Source: an optimization exercise on an open RTL-to-GDS flow (aim: small area, a short achievable clock period and few clock cycles per item). Production flows keep margins and buffers that such runs may drop. Function was checked by simulation only, so behaviour that the tests miss may differ from the original. Power is estimated from default activity; no workload was simulated.

==> design.v <==
module cc_group_enc (
    input  wire        clk,
    input  wire        rst,
    input  wire        in_valid,
    output wire        in_ready,
    input  wire [15:0] in_res,
    input  wire        in_last,
    output wire        out_valid,
    input  wire        out_ready,
    output reg  [31:0] out_data,
    output reg  [5:0]  out_len,
    output reg         out_last
);
    localparam integer NR = 17;    
    localparam integer NT = NR+2;  
    localparam integer GQ = 4;     
    function automatic lt8(input [7:0] a, input [7:0] b);
        reg [7:0] g, e;
        reg [3:0] gl, el;
        integer t;
        begin
            g = ~a & b;
            e = ~(a ^ b);
            for (t = 0; t < 4; t = t + 1) begin
                gl[t] = g[2*t+1] | (e[2*t+1] & g[2*t]);
                el[t] = e[2*t+1] & e[2*t];
            end
            lt8 = gl[3] | (el[3] & gl[2]) | (el[3] & el[2] & gl[1]) | (el[3] & el[2] & el[1] & gl[0]);
        end
    endfunction
    function automatic [7:0] add8s(input [7:0] a, input [4:0] b);
        reg c;
        integer t;
        begin
            c = 1'b0;
            for (t = 0; t < 8; t = t + 1) begin
                if (t < 5) begin
                    add8s[t] = a[t] ^ b[t] ^ c;
                    c = (a[t] & b[t]) | (c & (a[t] ^ b[t]));
                end else begin
                    add8s[t] = a[t] ^ c;
                    c = a[t] & c;
                end
            end
            add8s = add8s | {8{c}};
        end
    endfunction
    function automatic [4:0] addk(input [3:0] q, input [3:0] c);
        reg cy;
        integer t;
        begin
            cy = 1'b0;
            for (t = 0; t < 4; t = t + 1) begin
                addk[t] = q[t] ^ c[t] ^ cy;
                cy = (q[t] & c[t]) | (cy & (q[t] ^ c[t]));
            end
            addk[4] = cy;
        end
    endfunction
    reg        rdy_q;
    reg        iv;
    reg [15:0] ires;
    reg        ilast;
    assign in_ready = rdy_q;
    always @(posedge clk) begin
        ires  <= in_res;
        ilast <= in_last;
        iv    <= in_valid & rdy_q & ~rst;
    end
    wire [15:0] u = ires[15] ? ~{ires[14:0], 1'b0} : {ires[14:0], 1'b0};
    reg [15:0] ring [0:NR-1];
    reg [4:0]  wr;             
    reg [4:0]  rd;             
    reg [4:0]  wcnt;           
    reg [4:0]  rcnt;           
    wire [4:0] occ = wcnt - rcnt;    
    reg [7:0]  cost [0:14];
    reg [7:0]  c15;            
    reg [4:0]  gn;             
    reg        gfirst;         
    reg        fin;            
    wire [19:0] uext = {4'd0, u};
    reg  [4:0]  len_k [0:14];
    integer k;
    always @(*) begin
        for (k = 0; k < 15; k = k + 1) begin
            len_k[k] = addk(uext[k +: 4], k) | {5{(uext >> (k + 4)) != 20'd0}};
        end
    end
    always @(posedge clk) begin
        if (rst) begin
            gfirst <= 1'b1;
            fin    <= 1'b0;
        end else begin
            fin <= iv & ilast;
            if (iv) gfirst <= ilast;
        end
        for (k = 0; k < 15; k = k + 1)
            cost[k] <= add8s(gfirst ? 8'd0 : cost[k], iv ? len_k[k] : 5'd0);
        c15 <= add8s(gfirst ? 8'd0 : c15, iv ? 5'd15 : 5'd0);
        gn <= (gfirst ? 5'd0 : gn) + {4'd0, iv};
        if (iv) ring[wr] <= u;
    end
    reg [7:0] cc [0:15];
    reg [7:0] v1 [0:7];
    reg [3:0] k1 [0:7];
    reg [1:0] w2 [0:1];
    reg [7:0] c2 [0:1];
    reg [3:0] k2 [0:1];
    reg [3:0] kbest;
    reg [7:0] a0, a1, a2, a3;
    reg       l01, l02, l03, l12, l13, l23;
    integer gg;
    always @(*) begin
        for (gg = 0; gg < 15; gg = gg + 1) cc[gg] = cost[gg];
        cc[15] = c15;
        for (gg = 0; gg < 8; gg = gg + 1) begin
            if (lt8(cc[2*gg+1], cc[2*gg])) begin v1[gg] = cc[2*gg+1]; k1[gg] = 2*gg+1; end
            else                           begin v1[gg] = cc[2*gg];   k1[gg] = 2*gg;   end
        end
        for (gg = 0; gg < 2; gg = gg + 1) begin
            a0 = v1[4*gg]; a1 = v1[4*gg+1]; a2 = v1[4*gg+2]; a3 = v1[4*gg+3];
            l01 = ~lt8(a1, a0); l02 = ~lt8(a2, a0); l03 = ~lt8(a3, a0);
            l12 = ~lt8(a2, a1); l13 = ~lt8(a3, a1); l23 = ~lt8(a3, a2);
            if (l01 & l02 & l03)        w2[gg] = 2'd0;
            else if (~l01 & l12 & l13)  w2[gg] = 2'd1;
            else if (~l02 & ~l12 & l23) w2[gg] = 2'd2;
            else                        w2[gg] = 2'd3;
            c2[gg] = v1[4*gg + w2[gg]];
            k2[gg] = k1[4*gg + w2[gg]];
        end
        kbest = lt8(c2[1], c2[0]) ? k2[1] : k2[0];
    end
    reg [3:0] qk [0:3];
    reg [3:0] qn [0:3];
    reg [2:0] qh;              
    reg [2:0] qt;              
    wire [2:0] gq = qt - qh;   
    reg [1:0]  pc;             
    reg [15:0] pu;             
    reg [15:0] pb;             
    wire       pv = (pc != 2'd0);
    reg        ov;
    reg [3:0]  idx;            
    reg        first;          
    assign out_valid = ov;
    wire [3:0]  kh  = qk[qh[1:0]];
    wire [3:0]  nh  = qn[qh[1:0]];
    wire        k15 = (kh == 4'd15);
    wire [31:0] sr  = {pu, 16'd0} >> kh;            
    wire [15:0] hi  = sr[31:16];
    wire [15:0] lo  = sr[15:0];
    wire [3:0]  q   = hi[3:0];
    wire        esc = ~k15 & (|hi[15:4]);
    wire [47:0] rv  = {16'hFFFF, 1'b0, lo, 15'd0};
    wire [31:0] rc  = rv[47:0] >> q;                
    wire [4:0]  qk1 = {1'b0, q} + {1'b0, kh} + 5'd1;
    wire        honly = first & esc;
    reg  [31:0] beat;
    reg  [5:0]  blen;
    always @(*) begin
        if (honly) begin
            beat = {kh, 28'd0};
            blen = 6'd4;
        end else if (esc) begin
            beat = {16'hFFFF, pu};
            blen = 6'd32;
        end else if (k15) begin
            beat = first ? {4'hF, pu, 12'd0} : {pu, 16'd0};
            blen = first ? 6'd20 : 6'd16;
        end else begin
            beat = first ? {kh, rc[31:4]} : rc;
            blen = {1'b0, qk1} + (first ? 6'd4 : 6'd0);
        end
    end
    wire can    = pv & (gq != 3'd0);                
    wire send_a = can & ~honly;                     
    wire last_a = send_a & (idx == nh);             
    wire ld     = (occ != 5'd0) & (pc != 2'd2);
    wire [15:0] rdat = ring[rd];
    wire adv   = ~ov | out_ready;
    wire emit  = adv & can;
    wire take  = adv & send_a;
    wire glast = adv & last_a;
    always @(posedge clk) begin
        if (emit) begin
            out_data <= beat;
            out_len  <= blen;
            out_last <= last_a;
        end
        if (take | (pc == 2'd0))
            pu <= (pc == 2'd2) ? pb : rdat;
        if (~take & (pc == 2'd1))
            pb <= rdat;
    end
    wire [4:0] wr1 = (wr == NR - 1) ? 5'd0 : wr + 5'd1;
    wire [4:0] rd1 = (rd == NR - 1) ? 5'd0 : rd + 5'd1;
    wire [5:0] tot  = {1'b0, occ} + {4'd0, pc} + {5'd0, iv} + {5'd0, rdy_q};
    wire       s_nf = (tot + 6'd1 <= NT);           
    wire       s_f  = (tot <= NT);                  
    wire [3:0] gc   = {1'b0, gq} + {3'd0, fin} + {3'd0, iv & ilast};
    wire       g_a  = (gc + 4'd1 <= GQ);
    wire       g_b  = (gc + 4'd2 <= GQ);
    wire       tl   = in_valid & rdy_q & in_last;
    wire       rdy_s = send_a ? s_f : s_nf;
    wire       rdy_n = (adv ? rdy_s : s_nf) & (tl ? g_b : g_a);
    always @(posedge clk) begin
        if (rst) begin
            rdy_q <= 1'b1;
            wr    <= 5'd0;
            rd    <= 5'd0;
            wcnt  <= 5'd0;
            rcnt  <= 5'd0;
            qh    <= 3'd0;
            qt    <= 3'd0;
            pc    <= 2'd0;
            ov    <= 1'b0;
            idx   <= 4'd0;
            first <= 1'b1;
        end else begin
            rdy_q <= rdy_n;
            if (iv) begin
                wr   <= wr1;
                wcnt <= wcnt + 5'd1;
            end
            if (ld) begin
                rd   <= rd1;
                rcnt <= rcnt + 5'd1;
            end
            pc <= pc + {1'b0, ld} - {1'b0, take};
            if (fin) qt <= qt + 3'd1;
            if (glast) qh <= qh + 3'd1;
            if (adv) ov <= can;
            if (emit) first <= ~honly & last_a;
            if (take) idx <= last_a ? 4'd0 : idx + 4'd1;
        end
        if (fin) begin
            qk[qt[1:0]] <= kbest;
            qn[qt[1:0]] <= gn[3:0] - 4'd1;
        end
    end
endmodule
==> flow/run.sh <==
#!/bin/bash
# Standard layout, with port buffers sized for speed and setup repair
# aimed at a tighter slack margin. Each tool's output goes to its own log.
set -e
export BUFFER_PORTS_ARGS="-buffer_cell sky130_fd_sc_hd__buf_4"
export SETUP_SLACK_MARGIN=25
bash standard.sh synth > synth.log 2>&1
bash standard.sh floorplan place cts route finish > layout.log 2>&1
==> standard.sh <==
#!/bin/bash
# synth_recipe.tcl (not shown) runs the flow's synth.tcl, then flattens the netlist and writes it again
# the make line also repeats each setting of config.mk as NAME=value (left out here)
make -C /OpenROAD-flow-scripts/flow DESIGN_CONFIG=/design/flow/config.mk WORK_HOME=/design/flow/orfs CLKGATE_MAP_FILE= SYNTH_SCRIPT=/design/flow/synth_recipe.tcl "${@:-finish}"
==> config.mk <==
export PLATFORM = sky130hd
export DESIGN_NAME = cc_group_enc
export DESIGN_NICKNAME = cc_group_enc
export VERILOG_FILES = /design/flow/design.v
export SDC_FILE = /design/flow/constraint.sdc
export NUM_CORES = 4
export LEC_CHECK = 0
export CAP_MARGIN = 20
export CORE_MARGIN = 2
export CORE_UTILIZATION = 40
export SLEW_MARGIN = 20
==> constraint.sdc <==
create_clock -name core_clock -period 32.0 [get_ports {clk}]
set_input_delay 6.4000 -clock core_clock [delete_from_list [all_inputs] [get_ports {clk}]]
set_output_delay 6.4000 -clock core_clock [all_outputs]
set_load 0.01 [all_outputs]
==> impl_metrics.json, run 1 <==
{
  "status": "finished clean",
  "yosysSeqAreaShare": 0.471,
  "cts_hold_buf": 0,
  "cp-start-kind": "register",
  "fp-row-count": 103,
  "synthArstFlopShare": 0,
  "ys_warn_count": 9,
  "grt_start_max_net_pins": 65,
  "synth_edf_count": 375,
  "synthDistinctLibCells": 95,
  "cp_top_family": "flip-flops",
  "antenna_left": 0,
  "arrival_ps": 1150,
  "ctsLongestPathBuffers": 3,
  "irDropWorstVdd_uv": 43.7,
  "timing.hold.ws_ps": 488,
  "slowest_stage": "edfxtp_1",
  "path_class": "reg2out",
  "cts_tree": "built",
  "end_kind": "primary output",
  "report.power.total_mw": 3.10,
  "fp.dieW_um": 288,
  "overflow": 0,
  "tns_ps": 0,
  "synth_ff_type": "edfxtp_1",
  "dp_hpwl_um": 57200,
  "synth_area_leaders": "edfxtp_1 (35%), dfxtp_1 (12%), ha_1 (10%), mux4_2 (6.3%), fa_1 (4.4%)",
  "cts_buffers": 66,
  "synth_top_cell_area_share": 0.350,
  "netlist_instances": 2778,
  "cp_cell_sequence": "buf_6",
  "layout-drive-gt1-share": 0.150,
  "finalHoldViolCount": 0,
  "clk_latency_ps": 620,
  "cts.sinks": 569,
  "cap_violations": 0,
  "antenna_found_initial": 0,
  "slowest_delay_ps": 400,
  "ioPinCount": 62,
  "synth_top_area_cell": "edfxtp_1",
  "fin_skew_ps": 25.5,
  "start_util": 0.406,
  "period_share": 0.236,
  "grtUsageTotal": 0.203,
  "vias": 22100,
  "pwr_density_cell_nw_per_um2": 85.0,
  "grt_setup_unrepaired": "yes",
  "dr.pass1.iters": 5,
  "netlist_area_um2": 32200,
  "die_h_um": 288,
  "path_max_fanout": 1,
  "relSlewSlack": 0.231,
  "viasPerCell": 5.60,
  "ys_seq_elements": 569,
  "antenna_cells": 0,
  "grt_pass1_vias": 22800,
  "setup_viol": 0,
  "avgSynthCellArea_um2": 11.6,
  "syn2layout_area_growth_pct": 13.5,
  "detail_route.wl_per_cell_um": 21.2,
  "worstMarginPinSlew_ps": 1150,
  "place.gp.congestion": 0.897,
  "leakage_nw": 14.5,
  "root_buffer": "clkbuf_16",
  "path_clk_slew_ps": 60,
  "fin_crit_ps": 7550,
  "hold_path.class": "reg2reg",
  "h-tree-depth": 3,
  "core_area_um2": 79300,
  "grt_pass1_wl_um": 130000,
  "report.final.slew_viol_count": 0,
  "finalNetCount": 3210,
  "wl_um": 83700,
  "fmax_ghz": 0.132,
  "drt-initial-drc-count": 1783,
  "required_ps": 25600,
  "route.detailed.drc": 0,
  "dieArea_um2": 82700,
  "numPortBuffers": 61,
  "syn_nets": 3136,
  "crit_buf_inv": 1,
  "fill_cells": 7149
}
==> synthesized netlist by cell type, types with 5 or more instances <==
cell type	number
and3_1	8
a31oi_1	19
a221oi_1	12
mux2_2	63
or3_1	6
o22ai_1	26
a41oi_1	7
nand4_1	32
xor2_1	33
fa_1	70
o21a_1	17
clkbuf_1	71
a22oi_1	21
o31ai_1	6
o211a_1	6
nor2_1	192
nor4_1	9
buf_1	22
xnor2_1	25
ha_1	267
nor2b_1	66
inv_1	228
or2_2	7
nand2b_1	101
a211oi_1	17
o221ai_1	14
o21ai_1	7
a21oi_1	102
nand3_1	66
nor3_1	25
buf_2	12
dfxtp_1	194
edfxtp_1	375
o32ai_1	5
mux4_2	90
mux2i_1	57
o211ai_1	20
nand2_1	198
a211o_1	6
and2_1	25
nand3b_1	5
o21ai_0	104
a21o_1	56
==> logic make-up after synthesis <==
family,synth area share
compound gates,0.106
xor+xnor,0.0158
fa+ha+maj,0.147
buf+inv,0.0416
flops,0.471
mux,0.103
simple gates,0.115
==> path summary, 6_finish.rpt <==
kind                     startpoint                  to  slack, ps  depth (start not counted)
max reg2reg     cost[13][2]$_DFF_P_  qk[3][1]$_DFFE_PP_      25370                         24
max          out_data[29]$_DFFE_PP_        out_data[29]      24450                          1
min reg2reg      cost[1][7]$_DFF_P_  cost[1][7]$_DFF_P_        490                          1
min              cost[1][7]$_DFF_P_  cost[1][7]$_DFF_P_        490                          1
==> metrics by stage <==
| stage | utilization | area (um2) | cells | setup slack, ps |
|---|---|---|---|---|
| after floorplan | - | 32200 | 2778 | 24280 |
| after global placement | 0.427 | 33800 | 3810 | 23990 |
| after detailed placement | 0.427 | 33800 | 3810 | 23940 |
| after CTS | 0.457 | 36200 | 3939 | 24410 |
| after global routing | 0.461 | 36500 | 3951 | 24400 |
| final | 0.461 | 36500 | 3951 | 24450 |
==> cell type report <==
class,count,area [um2],area share
multi-input combinational,1866,15900,0.435
sequential,569,15200,0.415
clock buffer,82,1750,0.0480
tap,1050,1310,0.0360
timing repair buffer,112,1070,0.0294
inverter,233,881,0.0241
clock inverter,35,407,0.0111
timing repair inverter,4,30.0,0.000823
==> placed cells by master, fill, tap and decap left out, types with 8 or more instances in the layout <==
| master | n |
|---|---|
| dfxtp_1 | 186 |
| nand2_1 | 198 |
| mux2_2 | 63 |
| clkbuf_1 | 13 |
| xnor2_1 | 25 |
| buf_6 | 43 |
| clkbuf_16 | 67 |
| nand3_1 | 66 |
| edfxtp_1 | 375 |
| a21o_1 | 56 |
| clkinvlp_4 | 10 |
| nor2_1 | 192 |
| fa_1 | 70 |
| nand4_1 | 32 |
| a21oi_1 | 102 |
| mux2i_1 | 52 |
| o211ai_1 | 20 |
| inv_1 | 225 |
| nand2b_1 | 99 |
| o21ai_0 | 100 |
| a221oi_1 | 12 |
| a31oi_1 | 19 |
| nor4_1 | 9 |
| o221ai_1 | 14 |
| and3_1 | 8 |
| o21ai_1 | 10 |
| a211oi_1 | 16 |
| and2_1 | 22 |
| nor2b_1 | 66 |
| o22ai_1 | 25 |
| xor2_1 | 25 |
| mux4_2 | 90 |
| clkinv_2 | 9 |
| o21a_1 | 17 |
| ha_1 | 265 |
| a22oi_1 | 21 |
| buf_4 | 64 |
| clkinv_1 | 10 |
| nor3_1 | 24 |
==> power breakdown <==
group          switching (mW)  internal (mW)  total [mW]  leakage, nW
clock                   0.312          0.436       0.748         1.04
sequential             0.0707          0.896       0.967         4.99
combinational           0.832          0.557        1.39         8.47
==> state kept, by name, indices dropped and copies added, names as in the netlist, 2 cells and up, named ones only <==
signal / cells
pc: 2
ring: 272
pu: 16
out_data: 32
ires: 16
out_len: 6
cost: 120
wcnt: 5
qt: 3
idx: 4
c15: 8
wr: 5
qh: 3
rcnt: 5
rd: 5
pb: 16
qn: 16
gn: 4
qk: 16
==> metal layers <==
layer / vias to the layer above / GRT usage / share of wire
met2: 632 / 0.348 / 0.49
li1: 10300 / - / -
met4: 0 / 0.0719 / 0.030
met5: - / 0 / 0
met3: 149 / 0.0288 / 0.050
met1: 11100 / 0.261 / 0.43
==> timing repair <==
action                                  CTS  global route
endpoints found under the setup margin  115           120
gates resized for setup                  27            44
pin swaps                                 6             8
cloned                                    3             2
setup buffers                             9            10
Testbench counts, summed over its fixed seeds: cycles 48,146, items 3,200.
==> run 2: changes to the inputs <==
--- a/config.mk
+++ b/config.mk
@@ -10,2 +10,3 @@
 export CORE_UTILIZATION = 40
+export CTS_BUF_LIST = sky130_fd_sc_hd__clkbuf_4 sky130_fd_sc_hd__clkbuf_8
 export SLEW_MARGIN = 20
==> run 2 against run 1 <==
Still clean on timing, DRC and antenna; via count is 0.71% higher; register-to-register slack better by 50 ps; flip-flop and latch count stayed put; worst setup slack worse by 94 ps; maximum frequency is 1.2% lower.
==> impl_metrics.json, run 2 <==
{
  "mostFrequentLayoutCells": "edfxtp_1 (375), ha_1 (265), inv_1 (225)",
  "relSlewSlack": 0.250,
  "fin_skew_ps": 38.5,
  "finalNetCount": 3237,
  "dp_hpwl_um": 57200,
  "fp-row-count": 103,
  "path_clk_slew_ps": 60,
  "ys_warn_count": 9,
  "end_kind": "primary output",
  "vias": 22300,
  "synth_top_area_cell": "edfxtp_1",
  "start_util": 0.406,
  "synthDistinctLibCells": 95,
  "hold_path.class": "reg2reg",
  "pwr_density_cell_nw_per_um2": 83.5,
  "fp.dieW_um": 288,
  "cp-start-kind": "register",
  "slowest_stage": "edfxtp_1",
  "tns_ps": 0,
  "status": "finished clean",
  "numPortBuffers": 61,
  "setup_viol": 0,
  "antenna_found_initial": 1,
  "die_h_um": 288,
  "placed_area_um2": 33800,
  "cap_violations": 0,
  "antenna_left": 0,
  "place.gp.congestion": 0.897,
  "synth_ff_type": "edfxtp_1",
  "core_area_um2": 79300,
  "final_common_cell": "edfxtp_1",
  "clk_latency_ps": 720,
  "yosysSeqAreaShare": 0.471,
  "path_max_fanout": 1,
  "grt_pass1_vias": 23000,
  "final_area_um2": 36300,
  "route.detailed.drc": 0,
  "wl_um": 84100,
  "synth_top_cell_area_share": 0.350,
  "netlist_instances": 2778,
  "path_class": "reg2out",
  "ioPinCount": 62,
  "synth_area_leaders": "edfxtp_1 (35%), dfxtp_1 (12%), ha_1 (10%), mux4_2 (6.3%), fa_1 (4.4%)",
  "irDropWorstVdd_uv": 44.1,
  "syn2layout_area_growth_pct": 12.9,
  "ys_seq_elements": 569,
  "synth_edf_count": 375,
  "worstMarginPinSlew_ps": 1120,
  "cts_hold_buf": 0,
  "cp_cell_sequence": "buf_6",
  "synth_common_cells": "edfxtp_1 (375), ha_1 (267), inv_1 (228)",
  "synth_most_common_cell": "edfxtp_1",
  "cts_buffers": 98,
  "fmax_ghz": 0.131,
  "leakage_nw": 14.5,
  "layout-drive-gt1-share": 0.168,
  "synthArstFlopShare": 0,
  "drt-initial-drc-count": 1764,
  "viasPerCell": 5.55,
  "cts.sinks": 569,
  "h-tree-depth": 3,
  "syn_nets": 3136,
  "finalHoldViolCount": 0,
  "crit_buf_inv": 1,
  "netlist_area_um2": 32200,
  "largest_reg_flops": 272,
  "root_buffer": "clkbuf_8",
  "cts_tree": "built",
  "dr.pass1.iters": 6,
  "cp_top_family": "flip-flops",
  "ctsLongestPathBuffers": 3,
  "grtUsageTotal": 0.204,
  "report.final.slew_viol_count": 0,
  "arrival_ps": 1250,
  "period_share": 0.239,
  "dieArea_um2": 82700,
  "final_cells": 4011,
  "reg.largest.list": "ring (272), cost (120), out_data (32)",
  "slowest_delay_ps": 400,
  "grt_pass1_wl_um": 131000,
  "grt_setup_unrepaired": "yes",
  "grt_start_max_net_pins": 65,
  "overflow": 0,
  "avgSynthCellArea_um2": 11.6,
  "required_ps": 25600,
  "largest_register": "ring",
  "detail_route.wl_per_cell_um": 21.0,
  "placed_cells": 3810,
  "fin_crit_ps": 7650
}
[run 2: cell counts after synthesis]
No cell type changed its count.
[run 2: kinds of logic after synthesis]
kind of cell,count (synthesis),share of synthesized area
AOI/OAI and AO/OA,503,0.106
xor gates and xnor gates,58,0.0158
adders and majority gates,337,0.147
buffers and inverters,343,0.0416
DFF,569,0.471
muxes,211,0.103
and+or+nand+nor,757,0.115
[run 2: cell type report]
type | count | area (um2)
clock inverters | 41 | 345
multi-input cells | 1866 | 15900
repair buffers | 108 | 1010
well taps | 1050 | 1310
inverters | 233 | 881
flip-flops and latches | 569 | 15200
clock buffers | 140 | 1700
diodes | 1 | 2.50
repair inverters | 3 | 22.5
fillers | 7177 | 42900
[run 2: path summary, 6_finish.rpt]
path                            slack, ps              startpoint  depth (start not counted)                 end
worst max register to register      25420     cost[13][2]$_DFF_P_                         24  qk[3][1]$_DFFE_PP_
worst min register to register        490      cost[1][7]$_DFF_P_                          1  cost[1][7]$_DFF_P_
worst max-delay path                24350  out_data[29]$_DFFE_PP_                          1        out_data[29]
worst min-delay path                  490      cost[1][7]$_DFF_P_                          1  cost[1][7]$_DFF_P_
[run 2: per-stage QoR]
stage / hold slack (ps) / worst slack (ps) / utilization / power, mW
after detailed placement: 475 / 23940 / 0.427 / 2.31
after floorplan: 453 / 24280 / - / 1.92
after global placement: 466 / 23990 / 0.427 / 2.28
after CTS: 487 / 24290 / 0.455 / 3.01
final: 488 / 24350 / 0.458 / 3.04
after global routing: 510 / 24290 / 0.458 / 3.22
[run 2: metal layers]
metal | GRT usage | vias up | part of all wire
li1 | - | 10400 | -
met2 | 0.348 | 688 | 0.49
met3 | 0.0306 | 173 | 0.054
met4 | 0.0759 | 0 | 0.031
met1 | 0.260 | 11100 | 0.42
met5 | 0 | - | 0
[run 2: worst reg2reg max path: cells and delay by family (launching register included)]
kind                       cells  cell delay, ps
AOI/OAI and AO/OA             11            2610
adders and majority gates      3             910
buffers and inverters          1              60
DFF                            1             340
muxes                          2            1080
and+or+nand+nor                7            1340
[run 2: power breakdown]
group	total (mW)	internal [mW]	switching (mW)	leakage, nW
Sequential	0.967	0.897	0.0701	4.99
Combinational	1.38	0.551	0.830	8.44
Clock	0.688	0.378	0.309	1.09
Total	3.04	1.83	1.21	14.5
[run 2: repair_timing]
item	4_1_cts	5_1_grt
gates resized for setup	26	39
endpoints found under the setup margin	99	130
buffers inserted	4	10
pin swaps	5	7
cloned	1	3
==> run 3: changes to the inputs <==
==> flow/run.sh (replaced) <==
#!/bin/bash
# Standard layout, with port buffers sized for speed, setup repair aimed at
# a tighter slack margin, and a clock tree without dummy balancing loads.
# Each tool's output goes to its own log.
set -e
export BUFFER_PORTS_ARGS="-buffer_cell sky130_fd_sc_hd__buf_4"
export SETUP_SLACK_MARGIN=25
export CTS_ARGS="-sink_clustering_enable -repair_clock_nets -dont_use_dummy_load"
bash standard.sh synth > synth.log 2>&1
bash standard.sh floorplan place cts route finish > layout.log 2>&1
--- a/config.mk
+++ b/config.mk
@@ -10,3 +10,2 @@
 export CORE_UTILIZATION = 40
-export CTS_BUF_LIST = sky130_fd_sc_hd__clkbuf_4 sky130_fd_sc_hd__clkbuf_8
 export SLEW_MARGIN = 20
==> run 3 against run 2 <==
Utilization is 0.30 points lower; flip-flop and latch count unchanged; cell area fell by 0.65%; power decreased by 1.4%; sequential power hardly changed; sequential share of layout area grew 0.27 points; wire length down 0.70%; die area is the same; register-to-register slack improved by 50 ps; count of clock-buffer cells in the layout fell by 74; synthesized cell count stayed put; clock skew rose by 27 ps; largest cell class unchanged; largest power group unchanged.
==> impl_metrics.json, run 3 <==
{
  "cts_buffers": 66,
  "synth_most_common_cell": "edfxtp_1",
  "ys_warn_count": 9,
  "overflow": 0,
  "required_ps": 25600,
  "cp-start-kind": "register",
  "synth_area_leaders": "edfxtp_1 (35%), dfxtp_1 (12%), ha_1 (10%), mux4_2 (6.3%), fa_1 (4.4%)",
  "vias": 22100,
  "relSlewSlack": 0.229,
  "reg2reg_from": "cost[13][2]$_DFF_P_",
  "syn_nets": 3136,
  "path_clk_slew_ps": 50,
  "status": "finished clean",
  "viasPerCell": 5.66,
  "synth_ff_type": "edfxtp_1",
  "slowest_delay_ps": 400,
  "detail_route.wl_per_cell_um": 21.4,
  "worstMarginPinSlew_ps": 1160,
  "report.final.slew_viol_count": 0,
  "grt_start_max_net_pins": 65,
  "fp-row-count": 103,
  "synthDistinctLibCells": 95,
  "report.power.total_mw": 2.99,
  "antenna_found_initial": 0,
  "arrival_ps": 1120,
  "finalHoldViolCount": 0,
  "synthArstFlopShare": 0,
  "path_max_fanout": 1,
  "irDropWorstVdd_uv": 44.0,
  "yosysSeqAreaShare": 0.471,
  "numPortBuffers": 61,
  "avgSynthCellArea_um2": 11.6,
  "cap_violations": 0,
  "layout-drive-gt1-share": 0.146,
  "timing.hold.ws_ps": 485,
  "synth_top_cell_area_share": 0.350,
  "netlist_instances": 2778,
  "antenna_cells": 0,
  "reg.largest.list": "ring (272), cost (120), out_data (32)",
  "fmax_ghz": 0.133,
  "leakage_nw": 14.3,
  "fin_crit_ps": 7520,
  "path_class": "reg2out",
  "p_sw_frac": 0.393,
  "largest_reg_flops": 272,
  "p_seq_frac": 0.323,
  "cp_top_family": "flip-flops",
  "tns_ps": 0,
  "largest_register": "ring",
  "placed_cells": 3810,
  "hold_path.class": "reg2reg",
  "startpoint": "out_len[2]$_SDFFCE_PP1P_",
  "grtUsageTotal": 0.202,
  "final_common_cell": "edfxtp_1",
  "power_frac_comb": 0.466,
  "grt_pass1_wl_um": 129000,
  "grt_setup_unrepaired": "yes",
  "finalNetCount": 3217,
  "ctsLongestPathBuffers": 3,
  "cp_cell_sequence": "buf_6",
  "drt-initial-drc-count": 1762,
  "setup_viol": 0,
  "antenna_left": 0,
  "dp_hpwl_um": 57200,
  "slowest_stage": "edfxtp_1",
  "period_share": 0.235,
  "pwr_density_cell_nw_per_um2": 82.9,
  "start_util": 0.406,
  "root_buffer": "clkbuf_16",
  "route.detailed.drc": 0,
  "wl_um": 83500,
  "syn2layout_area_growth_pct": 12.2,
  "place.gp.congestion": 0.897,
  "power.internal_mw": 1.82,
  "rrSetupSlack_ps": 25470,
  "ioPinCount": 62,
  "end_kind": "primary output",
  "final_cells": 3907,
  "ys_seq_elements": 569,
  "mostFrequentLayoutCells": "edfxtp_1 (375), ha_1 (265), inv_1 (225)",
  "fp.dieW_um": 288,
  "cts_tree": "built",
  "h-tree-depth": 3,
  "synth_top_area_cell": "edfxtp_1",
  "fin_skew_ps": 65.2,
  "grt_pass1_vias": 22700,
  "die_h_um": 288,
  "clk_latency_ps": 610,
  "clock_power_share": 0.211,
  "crit_buf_inv": 1,
  "core_area_um2": 79300,
  "netlist_area_um2": 32200,
  "hp-start": "cost[1][7]$_DFF_P_",
  "synth_common_cells": "edfxtp_1 (375), ha_1 (267), inv_1 (228)",
  "dr.pass1.iters": 6,
  "fill_cells": 7169,
  "dieArea_um2": 82700,
  "power.switching_mw": 1.18,
  "synth_edf_count": 375,
  "cts.sinks": 569
}
-- run 3: cell counts after synthesis --
Identical to the previous run, type by type.
-- run 3: timing repair --
item / CTS / global route
hold endpoints to repair: 0 / 0
resized for setup: 24 / 57
setup buffers: 9 / 16
setup endpoints to repair: 115 / 123
pin swaps: 5 / 12
hold buffers: 0 / 0
cloned: 2 / 4
-- run 3: path summary, 6_finish.rpt --
check / end / depth (start not counted)
max: out_len[2] / 1
min: cost[1][7]$_DFF_P_ / 1
max reg2reg: qk[2][1]$_DFFE_PP_ / 24
min reg2reg: cost[1][7]$_DFF_P_ / 1
-- run 3: routing by layer --
layer | routed length [um] | track usage | vias to the layer above
met1 | 35800 | 0.260 | 11100
met5 | 0 | 0 | -
met4 | 2600 | 0.0703 | 0
met2 | 40800 | 0.347 | 664
li1 | - | - | 10200
met3 | 4330 | 0.0276 | 160
-- run 3: layout make-up --
type                       count  area [um2]  area share
timing repair buffer         118        1150      0.0317
timing repair inverter         5        35.0    0.000971
multi-input combinational   1866       15900       0.441
clock buffer                  66        1650      0.0458
inverter                     233         881      0.0244
tap                         1050        1310      0.0364
sequential                   569       15200       0.420
-- run 3: cell families (layout without fill, tap and decap cells) --
| family | after synthesis | in the layout | share of synthesized area |
|---|---|---|---|
| flip-flops | 569 | 569 | 0.471 |
| adder cells (fa/ha/maj) | 337 | 337 | 0.147 |
| AND/OR/NAND/NOR | 757 | 757 | 0.115 |
| AO/OA/AOI/OAI | 503 | 503 | 0.106 |
| multiplexers | 211 | 211 | 0.103 |
| buffers and inverters | 343 | 422 | 0.0416 |
| XOR/XNOR | 58 | 58 | 0.0158 |
-- run 3: power groups by stage --
stage / logic [mW] / registers, mW / clock network (mW)
floorplan: 0.983 / 0.940 / 0
global placement: 1.30 / 0.978 / 0
detailed placement: 1.33 / 0.980 / 0
CTS: 1.35 / 0.966 / 0.648
global route: 1.52 / 0.974 / 0.675
finish: 1.39 / 0.968 / 0.631
-- run 3: per-stage QoR --
step / util / area (um2) / setup slack [ps]
CTS: 0.450 / 35700 / 24440
global placement: 0.427 / 33800 / 23990
finish: 0.455 / 36100 / 24480
detailed placement: 0.427 / 33800 / 23940
global route: 0.455 / 36100 / 24430
floorplan: - / 32200 / 24280
==> run 4: changes to the inputs <==
--- a/flow/run.sh
+++ b/flow/run.sh
@@ -7,3 +7,3 @@
 export SETUP_SLACK_MARGIN=25
-export CTS_ARGS="-sink_clustering_enable -repair_clock_nets -dont_use_dummy_load"
+export CTS_ARGS="-sink_clustering_enable -repair_clock_nets -dont_use_dummy_load -sink_clustering_size 16 -sink_clustering_max_diameter 90"
 bash standard.sh synth > synth.log 2>&1
==> run 4 against run 3 <==
Largest cell class unchanged; sequential power barely moved; non-clock buffer count decreased by 5; first-iteration DRC count rose by 1.8%; critical path depth unchanged; global-route usage shrank 0.18 points; combinational power about the same.
==> impl_metrics.json, run 4 <==
{
  "tns_ps": 0,
  "cp-start-kind": "register",
  "netlist_instances": 2778,
  "min_to": "cost[1][7]$_DFF_P_",
  "core_area_um2": 79300,
  "largest_register": "ring",
  "final_common_cell": "edfxtp_1",
  "arrival_ps": 1140,
  "largest_reg_flops": 272,
  "synth_area_leaders": "edfxtp_1 (35%), dfxtp_1 (12%), ha_1 (10%), mux4_2 (6.3%), fa_1 (4.4%)",
  "dr.pass1.iters": 8,
  "p_sw_frac": 0.404,
  "report.final.slew_viol_count": 0,
  "vias": 22000,
  "grt_start_max_net_pins": 65,
  "synth_top_cell_area_share": 0.350,
  "power.switching_mw": 1.14,
  "status": "finished clean",
  "grt_setup_unrepaired": "yes",
  "cts_hold_buf": 0,
  "ioPinCount": 62,
  "dp_hpwl_um": 57200,
  "root_buffer": "clkbuf_16",
  "mostFrequentLayoutCells": "edfxtp_1 (375), ha_1 (265), inv_1 (225)",
  "rrSetupSlack_ps": 25390,
  "setup_viol": 0,
  "slowest_stage": "edfxtp_1",
  "path_class": "reg2out",
  "wl_um": 82800,
  "netlist_area_um2": 32200,
  "leakage_nw": 14.0,
  "syn2layout_area_growth_pct": 10.0,
  "hold_depth": 1,
  "drt-initial-drc-count": 1794,
  "synthDistinctLibCells": 95,
  "antenna_found_initial": 0,
  "grt_pass1_wl_um": 129000,
  "fmax_ghz": 0.133,
  "reg2reg_from": "cost[13][2]$_DFF_P_",
  "fin_crit_ps": 7540,
  "start_util": 0.406,
  "period_share": 0.236,
  "dp_slack_ps": 23940,
  "synth_common_cells": "edfxtp_1 (375), ha_1 (267), inv_1 (228)",
  "synth_compound_area_frac": 0.106,
  "final_cells": 3877,
  "required_ps": 25600,
  "route.detailed.drc": 0,
  "relSlewSlack": 0.249,
  "end_kind": "primary output",
  "ys_warn_count": 9,
  "yosysSeqAreaShare": 0.471,
  "clock_power_share": 0.170,
  "cap_violations": 0,
  "numPortBuffers": 61,
  "detail_route.wl_per_cell_um": 21.4,
  "synth_xor_area_frac": 0.0158,
  "cp_cell_sequence": "buf_6",
  "pwr_density_cell_nw_per_um2": 79.9,
  "synth-simple-area-share": 0.115,
  "cp_top_family": "flip-flops",
  "hold_path.class": "reg2reg",
  "report.power.total_mw": 2.83,
  "slowest_delay_ps": 410,
  "path_clk_slew_ps": 70,
  "cts.sinks": 569,
  "dieArea_um2": 82700,
  "worstMarginPinSlew_ps": 1130,
  "layout-drive-gt1-share": 0.135,
  "fin_skew_ps": 53.4,
  "overflow": 0,
  "fp-row-count": 103,
  "cts_buffers": 43,
  "place.gp.congestion": 0.897,
  "h-tree-depth": 2,
  "synthArstFlopShare": 0,
  "grt_pass1_vias": 22500,
  "fp.dieW_um": 288,
  "viasPerCell": 5.68,
  "post-route-util": 0.447,
  "synth_most_common_cell": "edfxtp_1",
  "placed_cells": 3810,
  "synth_top_area_cell": "edfxtp_1",
  "clk_latency_ps": 600,
  "ys_seq_elements": 569,
  "finalHoldViolCount": 0,
  "grtUsageTotal": 0.200,
  "synth_ff_type": "edfxtp_1",
  "synth_top_family_by_area": "adder cells",
  "synth_fa_ha_area_frac": 0.147,
  "synth_edf_count": 375,
  "reg.largest.list": "ring (272), cost (120), out_data (32)",
  "avgSynthCellArea_um2": 11.6,
  "antenna_left": 0,
  "crit_buf_inv": 1,
  "power_frac_comb": 0.488,
  "synth.area.mux_share": 0.103,
  "setup_ws_ps": 24460,
  "rr_endpoint": "qk[3][1]$_DFFE_PP_",
  "finalNetCount": 3187,
  "antenna_cells": 0,
  "syn_nets": 3136,
  "ctsLongestPathBuffers": 3,
  "path_max_fanout": 1,
  "hp-start": "cost[1][7]$_DFF_P_",
  "startpoint": "out_data[2]$_SDFFCE_PP0P_",
  "irDropWorstVdd_uv": 48.2,
  "power.internal_mw": 1.68,
  "die_h_um": 288,
  "reg2reg_depth": 24,
  "cts_tree": "built",
  "p_seq_frac": 0.341
}
-- run 4: through the flow --
stage	hold slack (ps)	area [um2]
after floorplan	453	32200
after global placement	466	33800
after detailed placement	475	33800
after CTS	492	35100
after global routing	514	35400
final	489	35400
-- run 4: power groups by stage --
stage                     Sequential, mW  Clock, mW  Combinational (mW)
after detailed placement           0.980          0                1.33
after global routing               0.972      0.521                1.51
after global placement             0.978          0                1.30
after CTS                          0.964      0.497                1.34
final                              0.966      0.482                1.38
after floorplan                    0.940          0               0.983
-- run 4: cell type report --
type                    instances  area, um2
well taps                    1050       1310
clock buffers                  43       1080
fillers                      7220      43900
inverters                     233        881
flip-flops and latches        569      15200
repair buffers                113       1050
multi-input cells            1866      15900
repair inverters                3       22.5
-- run 4: worst max-delay path by stage --
stage / end / slack [ps] / cells after the start
3_3_place_gp: pc[1]$_SDFF_PP0_ / 23990 / 10
5_1_grt: out_data[2] / 24410 / 1
4_1_cts: out_data[2] / 24420 / 1
6_report: out_data[2] / 24460 / 1
3_5_place_dp: out_data[2]$_SDFFCE_PP0P_ / 23940 / 4
2_1_floorplan: pc[1]$_SDFF_PP0_ / 24280 / 9
-- run 4: cells by family after synthesis --
| group | Yosys count |
|---|---|
| AND/OR/NAND/NOR | 757 |
| flip-flops | 569 |
| AO/OA/AOI/OAI | 503 |
| buffers and inverters | 343 |
| adder cells (fa/ha/maj) | 337 |
| multiplexers | 211 |
| XOR/XNOR | 58 |
-- run 4: timing repair --
| action | in CTS | in global routing |
|---|---|---|
| hold endpoints to repair | 0 | 0 |
| gates cloned | 2 | 1 |
| pin swaps | 5 | 11 |
| setup buffers | 7 | 14 |
| endpoints found under the setup margin | 115 | 100 |
| gates resized for setup | 26 | 41 |
-- run 4: per-layer routing --
metal / track usage / vias to the layer above / routed length, um
li1: - / 10200 / -
met1: 0.263 / 11100 / 35700
met2: 0.348 / 657 / 40900
met3: 0.0200 / 137 / 3870
met4: 0.0615 / 0 / 2420
met5: 0 / - / 0
==> run 5: changes to the inputs <==
--- a/flow/run.sh
+++ b/flow/run.sh
@@ -7,3 +7,3 @@
 export SETUP_SLACK_MARGIN=25
-export CTS_ARGS="-sink_clustering_enable -repair_clock_nets -dont_use_dummy_load -sink_clustering_size 16 -sink_clustering_max_diameter 90"
+export CTS_ARGS="-sink_clustering_enable -repair_clock_nets -dont_use_dummy_load -sink_clustering_size 30 -sink_clustering_max_diameter 130"
 bash standard.sh synth > synth.log 2>&1
==> run 5 against run 4 <==
Count of clock-buffer cells in the layout down 19; critical endpoint unchanged; power shrank 4.2%; combinational power barely moved; largest cell class unchanged; synthesized area stayed put; global-route usage decreased by 0.24 points; clock power decreased by 26%; sequential power about the same.
==> impl_metrics.json, run 5 <==
{
  "status": "finished clean",
  "ioPinCount": 62,
  "synth_common_cells": "edfxtp_1 (375), ha_1 (267), inv_1 (228)",
  "pwr_density_cell_nw_per_um2": 77.5,
  "clk_latency_ps": 620,
  "finalHoldViolCount": 0,
  "slowest_delay_ps": 420,
  "ys_seq_elements": 569,
  "worstMarginPinSlew_ps": 1130,
  "ctsLongestPathBuffers": 3,
  "relSlewSlack": 0.248,
  "synth_ff_type": "edfxtp_1",
  "fp-row-count": 103,
  "crit_buf_inv": 1,
  "dp_hpwl_um": 57200,
  "h-tree-depth": 1,
  "dr.pass1.iters": 6,
  "routed.top_layer": "met4",
  "avgSynthCellArea_um2": 11.6,
  "synth_area_leaders": "edfxtp_1 (35%), dfxtp_1 (12%), ha_1 (10%), mux4_2 (6.3%), fa_1 (4.4%)",
  "synth_top_area_cell": "edfxtp_1",
  "fmax_ghz": 0.132,
  "cts_tree": "built",
  "startpoint": "out_data[2]$_SDFFCE_PP0P_",
  "cp-endpoint": "out_data[2]",
  "fin_crit_ps": 7570,
  "report.final.slew_viol_count": 0,
  "dieArea_um2": 82700,
  "reg2reg_depth": 24,
  "largest_reg_flops": 272,
  "drt-initial-drc-count": 1806,
  "placed_cells": 3810,
  "synthArstFlopShare": 0,
  "crit_cells": 1,
  "viasPerCell": 5.68,
  "numPortBuffers": 61,
  "root_buffer": "clkbuf_16",
  "place.gp.congestion": 0.897,
  "netlist_instances": 2778,
  "path_max_fanout": 1,
  "antenna_cells": 0,
  "tns_ps": 0,
  "path_class": "reg2out",
  "antenna_found_initial": 0,
  "layout-drive-gt1-share": 0.130,
  "leakage_nw": 13.8,
  "largest_register": "ring",
  "drt-met1-wl_um": 35900,
  "overflow": 0,
  "cts_buffers": 24,
  "cp-start-kind": "register",
  "required_ps": 25600,
  "irDropWorstVdd_uv": 45.3,
  "rrSetupSlack_ps": 25420,
  "cts.sinks": 569,
  "mostFrequentLayoutCells": "edfxtp_1 (375), ha_1 (265), inv_1 (225)",
  "cap_violations": 0,
  "finalNetCount": 3169,
  "start_util": 0.406,
  "cp_top_family": "flip-flops",
  "netlist_area_um2": 32200,
  "grt_pass1_wl_um": 128000,
  "slowest_stage": "edfxtp_1",
  "die_h_um": 288,
  "reg2reg_from": "cost[13][2]$_DFF_P_",
  "hold_path.class": "reg2reg",
  "rr_endpoint": "qk[3][2]$_DFFE_PP_",
  "final_common_cell": "edfxtp_1",
  "grt_setup_unrepaired": "yes",
  "fin_skew_ps": 70.9,
  "wl_met2_um": 40600,
  "cts_hold_buf": 0,
  "antenna_left": 0,
  "grtUsageTotal": 0.197,
  "synth_edf_count": 375,
  "ys_warn_count": 9,
  "reg.largest.list": "ring (272), cost (120), out_data (32)",
  "synth_top_cell_area_share": 0.350,
  "arrival_ps": 1170,
  "yosysSeqAreaShare": 0.471,
  "core_area_um2": 79300,
  "wl_um": 82300,
  "detail_route.wl_per_cell_um": 21.3,
  "fp.dieW_um": 288,
  "syn2layout_area_growth_pct": 8.65,
  "grt_start_max_net_pins": 65,
  "vias": 21900,
  "synth_most_common_cell": "edfxtp_1",
  "synthDistinctLibCells": 95,
  "end_kind": "primary output",
  "wl_met3_um": 3550,
  "setup_viol": 0,
  "period_share": 0.237,
  "syn_nets": 3136,
  "route.detailed.drc": 0,
  "final_cells": 3859,
  "path_clk_slew_ps": 110,
  "cp_cell_sequence": "buf_6",
  "grt_pass1_vias": 22300,
  "report.power.total_mw": 2.71
}
run 5: cell counts after synthesis:
No cell type changed its count.
run 5: cells by family after synthesis:
family,share of synthesized area
buf+inv,0.0416
mux,0.103
compound gates,0.106
fa+ha+maj,0.147
xor+xnor,0.0158
simple gates,0.115
flops,0.471
run 5: through the flow:
stage           util  area (um2)  setup WS (ps)  hold slack, ps
3_5_place_dp   0.427       33800          23940             475
2_1_floorplan      -       32200          24280             453
3_3_place_gp   0.427       33800          23990             466
4_1_cts        0.437       34600          24370             490
6_report       0.441       35000          24430             499
5_1_grt        0.441       35000          24360             522
run 5: area by class of cell:
type                            instances  area (um2)
Clock buffer                           24         601
Timing Repair inverter                  3        22.5
Inverter                              233         881
Multi-Input combinational cell       1866       15900
Sequential cell                       569       15200
Timing Repair Buffer                  114        1080
Fill cell                            7265       44300
Tap cell                             1050        1310
run 5: power breakdown:
part / leakage, nW / internal [mW] / total [mW] / switching, mW
combinational: 8.48 / 0.555 / 1.39 / 0.831
clock: 0.296 / 0.135 / 0.358 / 0.223
sequential: 4.99 / 0.895 / 0.966 / 0.0711
total: 13.8 / 1.58 / 2.71 / 1.12
run 5: what timing repair did:
action                                 CTS  global route
buffers inserted                         6            15
cloned                                   2             2
setup endpoints to repair              115           125
gates resized for setup                 28            43
pin swaps                                5            11
endpoints found under the hold margin    0             0
run 5: how the worst min path moves through the flow:
stage / start / endpoint / slack, ps / cells past startpoint
floorplan: cost[11][7]$_DFF_P_ / cost[11][7]$_DFF_P_ / 450 / 1
global placement: cost[1][7]$_DFF_P_ / cost[1][7]$_DFF_P_ / 470 / 1
detailed placement: cost[1][7]$_DFF_P_ / cost[1][7]$_DFF_P_ / 470 / 1
CTS: rdy_q$_SDFF_PP1_ / iv$_DFF_P_ / 490 / 2
global route: cost[7][7]$_DFF_P_ / cost[7][7]$_DFF_P_ / 520 / 1
finish: cost[1][7]$_DFF_P_ / cost[1][7]$_DFF_P_ / 500 / 1
run 5: routing by layer:
layer / global-route usage / vias up
met2: 0.346 / 596
met5: 0 / -
met3: 0.0185 / 130
met4: 0.0557 / 0
li1: - / 10100
met1: 0.260 / 11100
==> run 6: changes to the inputs <==
--- a/flow/run.sh
+++ b/flow/run.sh
@@ -7,3 +7,3 @@
 export SETUP_SLACK_MARGIN=25
-export CTS_ARGS="-sink_clustering_enable -repair_clock_nets -dont_use_dummy_load -sink_clustering_size 30 -sink_clustering_max_diameter 130"
+export CTS_ARGS="-sink_clustering_enable -repair_clock_nets -dont_use_dummy_load -sink_clustering_size 24 -sink_clustering_max_diameter 110"
 bash standard.sh synth > synth.log 2>&1
--- a/config.mk
+++ b/config.mk
@@ -9,3 +9,3 @@
 export CORE_MARGIN = 2
-export CORE_UTILIZATION = 40
+export CORE_UTILIZATION = 55
 export SLEW_MARGIN = 20
==> run 6 against run 5 <==
Hold slack got worse by 8.5 ps; combinational power about the same; first-iteration DRC count down 8.1%; cell count decreased by 7.2%; synthesized cell count did not move; worst setup slack lost 0.60 ps; via count down 0.65%; cell area is 0.72% lower; highest routed layer unchanged.
==> impl_metrics.json, run 6 <==
{
  "synth_fa_ha_area_frac": 0.147,
  "antenna_found_initial": 1,
  "finalNetCount": 3175,
  "start_util": 0.557,
  "startpoint": "out_data[22]$_SDFFCE_PP0P_",
  "final_area_um2": 34700,
  "viasPerCell": 6.08,
  "antenna_left": 0,
  "ys_seq_elements": 569,
  "synth_top_family_by_area": "adder cells",
  "h-tree-depth": 1,
  "grtUsageTotal": 0.269,
  "largest_register": "ring",
  "clk_latency_ps": 630,
  "cp_cell_sequence": "buf_6",
  "netlist_instances": 2778,
  "fp-row-count": 88,
  "placed_area_um2": 33400,
  "netlist_area_um2": 32200,
  "grt_pass1_wl_um": 126000,
  "dr.pass1.iters": 5,
  "syn_nets": 3136,
  "synth.area.mux_share": 0.103,
  "worstMarginPinSlew_ps": 1140,
  "leakage_nw": 13.8,
  "synth_edf_count": 375,
  "ys_warn_count": 9,
  "reg.largest.list": "ring (272), cost (120), out_data (32)",
  "dp_hpwl_um": 55700,
  "tns_ps": 0,
  "path_clk_slew_ps": 90,
  "required_ps": 25600,
  "ioPinCount": 62,
  "crit_buf_inv": 1,
  "mostFrequentLayoutCells": "edfxtp_1 (375), ha_1 (265), inv_1 (225)",
  "dieArea_um2": 60400,
  "vias": 21800,
  "hp-start": "cost[7][7]$_DFF_P_",
  "antenna_cells": 0,
  "final_cells": 3580,
  "slowest_stage": "edfxtp_1",
  "finalHoldViolCount": 0,
  "synth_common_cells": "edfxtp_1 (375), ha_1 (267), inv_1 (228)",
  "ctsLongestPathBuffers": 3,
  "arrival_ps": 1170,
  "cts_buffers": 28,
  "cp_top_family": "flip-flops",
  "die_h_um": 246,
  "report.power.total_mw": 2.71,
  "fill_cells": 4711,
  "syn2layout_area_growth_pct": 7.87,
  "relSlewSlack": 0.241,
  "cts_hold_buf": 0,
  "status": "finished clean",
  "route.detailed.drc": 0,
  "path_class": "reg2out",
  "grt_pass1_vias": 22000,
  "fin_crit_ps": 7570,
  "end_kind": "primary output",
  "cts_tree": "built",
  "place.gp.congestion": 0.953,
  "synth_most_common_cell": "edfxtp_1",
  "hold_path.class": "reg2reg",
  "cp-start-kind": "register",
  "root_buffer": "clkbuf_16",
  "fmax_ghz": 0.132,
  "synth-simple-area-share": 0.115,
  "report.final.slew_viol_count": 0,
  "yosysSeqAreaShare": 0.471,
  "path_max_fanout": 1,
  "period_share": 0.237,
  "layout-drive-gt1-share": 0.131,
  "slowest_delay_ps": 410,
  "core_area_um2": 57800,
  "final_common_cell": "edfxtp_1",
  "placed_cells": 3525,
  "overflow": 0,
  "fin_skew_ps": 75.9,
  "synth_compound_area_frac": 0.106,
  "synth_area_leaders": "edfxtp_1 (35%), dfxtp_1 (12%), ha_1 (10%), mux4_2 (6.3%), fa_1 (4.4%)",
  "setup_viol": 0,
  "irDropWorstVdd_uv": 51.4,
  "largest_reg_flops": 272,
  "cap_violations": 0,
  "timing.hold.ws_ps": 490,
  "synthDistinctLibCells": 95,
  "synth_top_area_cell": "edfxtp_1",
  "grt_start_max_net_pins": 65,
  "reg2reg_from": "cost[11][7]$_DFF_P_",
  "drt-initial-drc-count": 1660,
  "avgSynthCellArea_um2": 11.6,
  "synth_ff_type": "edfxtp_1",
  "wl_um": 80200,
  "synth_xor_area_frac": 0.0158,
  "detail_route.wl_per_cell_um": 22.4,
  "pwr_density_cell_nw_per_um2": 78.1,
  "synthArstFlopShare": 0,
  "cts.sinks": 569,
  "numPortBuffers": 61,
  "grt_setup_unrepaired": "yes",
  "fp.dieW_um": 246,
  "synth_top_cell_area_share": 0.350
}
-- run 6: stage by stage --
step / utilization / setup WS [ps]
final: 0.600 / 24430
after global routing: 0.600 / 24370
after CTS: 0.593 / 24400
after detailed placement: 0.578 / 23970
after global placement: 0.578 / 24000
after floorplan: - / 24280
-- run 6: report_power, final --
group / switching, mW / leakage (nW) / internal [mW]
clock: 0.223 / 0.345 / 0.156
combinational: 0.816 / 8.49 / 0.551
sequential: 0.0713 / 4.99 / 0.895
total: 1.11 / 13.8 / 1.60
-- run 6: final cells by class --
class | instances | area [um2] | share of cell area
clock buffer | 28 | 701 | 0.0202
timing repair buffer | 116 | 1100 | 0.0318
sequential | 569 | 15200 | 0.437
multi-input combinational | 1866 | 15900 | 0.458
timing repair inverter | 3 | 22.5 | 0.000649
tap | 765 | 957 | 0.0276
inverter | 233 | 881 | 0.0254
-- run 6: worst paths after layout --
kind	endpoint	slack, ps	depth (start not counted)
setup / recovery	out_data[22]	24430	1
hold / removal	cost[7][7]$_DFF_P_	490	1
setup reg to reg	qk[0][0]$_DFFE_PP_	25500	25
hold reg to reg	cost[7][7]$_DFF_P_	490	1
-- run 6: cell families (layout without fill, tap and decap cells) --
kind of cell / count (synthesis) / in the layout
compound gates: 503 / 503
flops: 569 / 569
buf+inv: 343 / 380
fa+ha+maj: 337 / 337
simple gates: 757 / 757
xor+xnor: 58 / 58
mux: 211 / 211
-- run 6: metal layers --
layer / wire (um) / up-vias / global-route usage
met1: 34900 / 10800 / 0.365
li1: - / 10200 / -
met5: 0 / - / 0
met4: 2900 / 0 / 0.0929
met3: 3630 / 141 / 0.0188
met2: 38800 / 621 / 0.459
-- run 6: what timing repair did --
action | CTS | global route
resized for setup | 15 | 52
pin swaps | 6 | 12
cloned | 2 | 2
hold endpoints to repair | 0 | 0
buffers inserted | 9 | 13
setup endpoints to repair | 115 | 126
==> run 7: changes to the inputs <==
--- a/config.mk
+++ b/config.mk
@@ -9,3 +9,3 @@
 export CORE_MARGIN = 2
-export CORE_UTILIZATION = 55
+export CORE_UTILIZATION = 65
 export SLEW_MARGIN = 20
==> run 7 against run 6 <==
Synthesized area did not move; register-to-register slack worse by 20 ps; sequential share of layout area barely moved; global-route usage is 4.7 points higher; still clean on timing, DRC and antenna.
==> impl_metrics.json, run 7 <==
{
  "ioPinCount": 62,
  "fmax_ghz": 0.132,
  "synth_xor_area_frac": 0.0158,
  "cts_tree": "built",
  "viasPerCell": 6.33,
  "synth_edf_count": 375,
  "path_class": "reg2out",
  "pwr_density_cell_nw_per_um2": 78.5,
  "antenna_left": 0,
  "synth_common_cells": "edfxtp_1 (375), ha_1 (267), inv_1 (228)",
  "placed_area_um2": 33300,
  "cap_violations": 0,
  "tns_ps": 0,
  "drt-initial-drc-count": 2249,
  "final_area_um2": 34700,
  "clk_latency_ps": 630,
  "arrival_ps": 1180,
  "die_h_um": 226,
  "irDropWorstVdd_uv": 59.7,
  "synth_area_leaders": "edfxtp_1 (35%), dfxtp_1 (12%), ha_1 (10%), mux4_2 (6.3%), fa_1 (4.4%)",
  "regArea_um2": 15200,
  "mostFrequentLayoutCells": "edfxtp_1 (375), ha_1 (265), inv_1 (226)",
  "ys_warn_count": 9,
  "cp-start-kind": "register",
  "fill_cells": 3542,
  "report.power.total_mw": 2.72,
  "synth_ff_type": "edfxtp_1",
  "relSlewSlack": 0.235,
  "antenna_cells": 0,
  "wl_um": 79300,
  "synth.area.mux_share": 0.103,
  "netlist_area_um2": 32200,
  "finalHoldViolCount": 0,
  "synthDistinctLibCells": 95,
  "status": "finished clean",
  "overflow": 0,
  "crit_buf_inv": 1,
  "grtUsageTotal": 0.316,
  "report.final.slew_viol_count": 0,
  "slowest_stage": "edfxtp_1",
  "synth_compound_area_frac": 0.106,
  "path_max_fanout": 1,
  "synth_most_common_cell": "edfxtp_1",
  "dp_hpwl_um": 53900,
  "cp_cell_sequence": "buf_6",
  "antenna_found_initial": 1,
  "fin_crit_ps": 7580,
  "reg.largest.list": "ring (272), cost (120), out_data (32)",
  "syn2layout_area_growth_pct": 7.78,
  "numPortBuffers": 61,
  "period_share": 0.237,
  "synth-simple-area-share": 0.115,
  "synthArstFlopShare": 0,
  "finalNetCount": 3177,
  "fp.dieW_um": 226,
  "root_buffer": "clkbuf_16",
  "slowest_delay_ps": 420,
  "dieArea_um2": 51300,
  "avgSynthCellArea_um2": 11.6,
  "grt_pass1_vias": 22100,
  "ys_seq_elements": 569,
  "multi_input_area_um2": 15900,
  "synth_top_cell_area_share": 0.350,
  "cp_top_family": "flip-flops",
  "cts_buffers": 28,
  "worstMarginPinSlew_ps": 1150,
  "cts.sinks": 569,
  "grt_pass1_wl_um": 124000,
  "fp-row-count": 81,
  "end_kind": "primary output",
  "dr.pass1.iters": 5,
  "largest_register": "ring",
  "synth_top_area_cell": "edfxtp_1",
  "leakage_nw": 13.9,
  "layout-drive-gt1-share": 0.133,
  "vias": 22000,
  "netlist_instances": 2778,
  "largest_reg_flops": 272,
  "synth_top_family_by_area": "adder cells",
  "route.detailed.drc": 0,
  "place.gp.congestion": 0.966,
  "ctsLongestPathBuffers": 3,
  "detail_route.wl_per_cell_um": 22.8,
  "setup_viol": 0,
  "final_common_cell": "edfxtp_1",
  "fin_skew_ps": 75.9,
  "yosysSeqAreaShare": 0.471,
  "path_clk_slew_ps": 90,
  "syn_nets": 3136,
  "required_ps": 25600,
  "grt_start_max_net_pins": 65,
  "grt_setup_unrepaired": "yes",
  "synth_fa_ha_area_frac": 0.147,
  "start_util": 0.659,
  "hold_path.class": "reg2reg",
  "cts_hold_buf": 0,
  "core_area_um2": 48800,
  "h-tree-depth": 1
}
run 7: final cells by class:
cell class | count | share of cell area
timing repair buffer | 117 | 0.0331
multi-input combinational | 1866 | 0.459
tap | 664 | 0.0240
clock buffer | 28 | 0.0202
timing repair inverter | 4 | 0.000866
inverter | 233 | 0.0254
sequential | 569 | 0.437
run 7: final timing paths:
kind | endpoint | slack, ps | startpoint | cells after the start
setup / recovery | out_data[28] | 24420 | out_data[28]$_DFFE_PP_ | 1
hold / removal | iv$_DFF_P_ | 440 | rdy_q$_SDFF_PP1_ | 2
setup reg to reg | qk[1][0]$_DFFE_PP_ | 25480 | cost[5][3]$_DFF_P_ | 24
hold reg to reg | iv$_DFF_P_ | 440 | rdy_q$_SDFF_PP1_ | 2
run 7: worst reg2reg max path, delay by kind of cell (launching register included):
kind / cells / cell delay (ps)
AO/OA/AOI/OAI: 12 / 2790
AND/OR/NAND/NOR: 5 / 1160
multiplexers: 2 / 900
adder cells (fa/ha/maj): 3 / 850
flip-flops: 1 / 350
buffers and inverters: 2 / 180
run 7: report_power, final:
group / switching, mW / internal (mW)
Combinational: 0.820 / 0.563
Clock: 0.219 / 0.156
Sequential: 0.0712 / 0.895
Total: 1.11 / 1.61
run 7: cell families (layout without fill, tap and decap cells):
kind of cell / after synthesis / count (layout)
buf+inv: 343 / 382
compound gates: 503 / 503
fa+ha+maj: 337 / 337
flops: 569 / 569
xor+xnor: 58 / 58
simple gates: 757 / 757
mux: 211 / 211
run 7: through the flow:
stage	hold WS [ps]	util	worst slack, ps	cells
5_1_grt	459	0.710	24390	3481
2_1_floorplan	453	-	24280	2778
6_report	438	0.710	24420	3481
3_5_place_dp	472	0.681	23970	3421
3_3_place_gp	465	0.681	24010	3421
4_1_cts	449	0.701	24410	3464
run 7: layer usage:
layer	up-vias	global-route usage	wire length, um
met3	165	0.0289	4780
met2	845	0.550	39600
met4	0	0.0991	2680
li1	10200	-	-
met1	10900	0.421	32300
met5	-	0	0
run 7: what timing repair did:
item / in CTS / in global routing
cloned: 4 / 1
pin swaps: 6 / 10
endpoints found under the setup margin: 127 / 114
setup buffers: 11 / 15
resized for setup: 27 / 70
==> run 8: changes to the inputs <==
--- a/config.mk
+++ b/config.mk
@@ -9,3 +9,3 @@
 export CORE_MARGIN = 2
-export CORE_UTILIZATION = 65
+export CORE_UTILIZATION = 40
 export SLEW_MARGIN = 20
==> run 8 against run 7 <==
Utilization fell by 27 points; sequential power barely moved; first-iteration DRC count fell by 23%; via count fell by 1.1%; hold slack improved by 56 ps; global-route usage fell by 12 points; clock skew rose by 10 ps; maximum frequency rose by 0.39%; synthesized cell count did not move; register-to-register slack got worse by 20 ps; sequential share of layout area fell by 0.50 points; combinational power barely moved; critical endpoint is now out_len[2]; highest routed layer unchanged.
==> impl_metrics.json, run 8 <==
{
  "slowest_stage": "edfxtp_1",
  "relSlewSlack": 0.237,
  "fin_skew_ps": 86.2,
  "root_buffer": "clkbuf_16",
  "h-tree-depth": 1,
  "arrival_ps": 1150,
  "route.detailed.drc": 0,
  "place.gp.congestion": 0.897,
  "period_share": 0.236,
  "netlist_instances": 2778,
  "ctsLongestPathBuffers": 3,
  "path_clk_slew_ps": 90,
  "ioPinCount": 62,
  "ys_seq_elements": 569,
  "detail_route.wl_per_cell_um": 21.3,
  "regArea_um2": 15200,
  "setup_viol": 0,
  "clk_latency_ps": 640,
  "required_ps": 25600,
  "fin_crit_ps": 7550,
  "synth_most_common_cell": "edfxtp_1",
  "synthArstFlopShare": 0,
  "core_area_um2": 79300,
  "reg2reg_depth": 23,
  "hold_path.class": "reg2reg",
  "multi_input_area_um2": 15900,
  "ys_warn_count": 9,
  "viasPerCell": 5.64,
  "drt-initial-drc-count": 1725,
  "path_max_fanout": 1,
  "synth_top_area_cell": "edfxtp_1",
  "cp_top_family": "flip-flops",
  "report.power.total_mw": 2.74,
  "finalNetCount": 3175,
  "synth_top_cell_area_share": 0.350,
  "largest_reg_flops": 272,
  "grt_start_max_net_pins": 65,
  "dieArea_um2": 82700,
  "path_class": "reg2out",
  "synth_common_cells": "edfxtp_1 (375), ha_1 (267), inv_1 (228)",
  "avgSynthCellArea_um2": 11.6,
  "cp_cell_sequence": "buf_6",
  "antenna_cells": 0,
  "syn_nets": 3136,
  "report.final.slew_viol_count": 0,
  "leakage_nw": 13.8,
  "syn2layout_area_growth_pct": 9.04,
  "wl_um": 82200,
  "synthDistinctLibCells": 95,
  "hold_depth": 1,
  "cts_buffers": 30,
  "end_kind": "primary output",
  "vias": 21800,
  "largest_register": "ring",
  "synth_ff_type": "edfxtp_1",
  "cts_hold_buf": 0,
  "fmax_ghz": 0.132,
  "fp.dieW_um": 288,
  "finalHoldViolCount": 0,
  "worstMarginPinSlew_ps": 1140,
  "cts_tree": "built",
  "irDropWorstVdd_uv": 44.5,
  "antenna_found_initial": 0,
  "layout-drive-gt1-share": 0.131,
  "yosysSeqAreaShare": 0.471,
  "fill_cells": 7239,
  "grt_pass1_vias": 22400,
  "status": "finished clean",
  "cp-start-kind": "register",
  "numPortBuffers": 61,
  "grtUsageTotal": 0.198,
  "mostFrequentLayoutCells": "edfxtp_1 (375), ha_1 (265), inv_1 (225)",
  "netlist_area_um2": 32200,
  "final_common_cell": "edfxtp_1",
  "crit_buf_inv": 1,
  "pwr_density_cell_nw_per_um2": 78.0,
  "antenna_left": 0,
  "dp_hpwl_um": 57200,
  "slowest_delay_ps": 420,
  "overflow": 0,
  "start_util": 0.406,
  "reg.largest.list": "ring (272), cost (120), out_data (32)",
  "synth_edf_count": 375,
  "synth_area_leaders": "edfxtp_1 (35%), dfxtp_1 (12%), ha_1 (10%), mux4_2 (6.3%), fa_1 (4.4%)",
  "grt_setup_unrepaired": "yes",
  "dr.pass1.iters": 5,
  "grt_pass1_wl_um": 128000,
  "cts.sinks": 569,
  "crit_cells": 1,
  "tns_ps": 0,
  "die_h_um": 288,
  "fp-row-count": 103,
  "cap_violations": 0
}
## run 8: cell counts after synthesis
No cell type changed its count.
## run 8: worst paths after layout
path	startpoint	end	slack (ps)
min	cost[3][7]$_DFF_P_	cost[3][7]$_DFF_P_	490
min reg2reg	cost[3][7]$_DFF_P_	cost[3][7]$_DFF_P_	490
max	out_len[2]$_SDFFCE_PP1P_	out_len[2]	24450
max reg2reg	cost[12][2]$_DFF_P_	qk[1][1]$_DFFE_PP_	25460
## run 8: routing by layer
| metal | track usage | wire length [um] |
|---|---|---|
| met5 | 0 | 0 |
| met4 | 0.0570 | 2250 |
| met3 | 0.0204 | 3940 |
| met2 | 0.347 | 40600 |
| met1 | 0.259 | 35400 |
## run 8: layout make-up
class                   instances  area share
multi-input cells            1866       0.453
flip-flops and latches        569       0.432
well taps                    1050      0.0375
repair inverters                3    0.000642
clock buffers                  30      0.0214
inverters                     233      0.0251
repair buffers                114      0.0302
## run 8: kinds of logic (layout without fill, tap and decap cells)
| kind of cell | Yosys count | count (layout) | share of synthesized area |
|---|---|---|---|
| AOI/OAI and AO/OA | 503 | 503 | 0.106 |
| xor gates and xnor gates | 58 | 58 | 0.0158 |
| adders and majority gates | 337 | 337 | 0.147 |
| buffers and inverters | 343 | 380 | 0.0416 |
| DFF | 569 | 569 | 0.471 |
| muxes | 211 | 211 | 0.103 |
| and+or+nand+nor | 757 | 757 | 0.115 |
## run 8: power by group
| group | leakage [nW] | switching, mW | total [mW] | internal (mW) |
|---|---|---|---|---|
| Clock | 0.370 | 0.226 | 0.392 | 0.166 |
| Sequential | 4.99 | 0.0703 | 0.965 | 0.895 |
| Combinational | 8.47 | 0.827 | 1.38 | 0.552 |
## run 8: repair_timing
action                                 in CTS  in global routing
gates cloned                                2                  1
pin swaps                                   7                 11
buffers inserted                            9                 13
setup endpoints to repair                 119                105
resized for setup                          28                 40
endpoints found under the hold margin       0                  0
## run 8: stage by stage
| stage | std cells | util | hold WS (ps) | instance area [um2] | setup WS [ps] |
|---|---|---|---|---|---|
| after detailed placement | 3810 | 0.427 | 475 | 33800 | 23940 |
| after global routing | 3865 | 0.443 | 517 | 35100 | 24390 |
| after CTS | 3851 | 0.439 | 497 | 34800 | 24400 |
| after floorplan | 2778 | - | 453 | 32200 | 24280 |
| final | 3865 | 0.443 | 494 | 35100 | 24450 |
| after global placement | 3810 | 0.427 | 466 | 33800 | 23990 |

[re-timing with driven ports]
The results above use ideal ports. As a check the final layouts listed here were re-extracted and re-timed, cells and wires unchanged. Step 1 assumes that a clkbuf_16 drives the clock port and a buf_2 every other input. Step 2 adds t to the input delays and takes it off the output delays; t is the mean of the earliest and latest rising clock arrival at the registers after step 1. Input paths then give back, and output paths get back, about the clock's delay inside the block. a / b / c = ideal / step 1 / step 2; a / b = the first two.
| run | shift t [ns] | setup WS [ns] | hold slack, ns | worst setup path at the end | worst slew at a driven data input, ns |
|---|---|---|---|---|---|
| run 1 | 0.665 | 24.448 / 24.388 / 24.255 | 0.488 / 0.488 / 0.488 | input to register | 0.04 |
| run 2 | 0.764 | 24.354 / 24.295 / 24.206 | 0.488 / 0.488 / 0.488 | input to register | 0.04 |
| run 3 | 0.639 | 24.477 / 24.417 / 24.232 | 0.485 / 0.485 / 0.485 | input to register | 0.04 |
| run 4 | 0.626 | 24.458 / 24.401 / 24.213 | 0.489 / 0.489 / 0.489 | input to register | 0.04 |
| run 5 | 0.647 | 24.426 / 24.365 / 24.303 | 0.499 / 0.499 / 0.499 | input to register | 0.04 |
| run 6 | 0.654 | 24.425 / 24.363 / 24.244 | 0.490 / 0.490 / 0.490 | input to register | 0.04 |
| run 7 | 0.649 | 24.417 / 24.358 / 24.217 | 0.438 / 0.438 / 0.438 | input to register | 0.04 |
| run 8 | 0.658 | 24.447 / 24.386 / 24.174 | 0.494 / 0.494 / 0.494 | input to register | 0.04 |
After both steps every run listed still meets setup and hold. The setup slack of run 8, which loses most, moves by -0.061 ns with the drivers and by -0.273 ns with both steps.
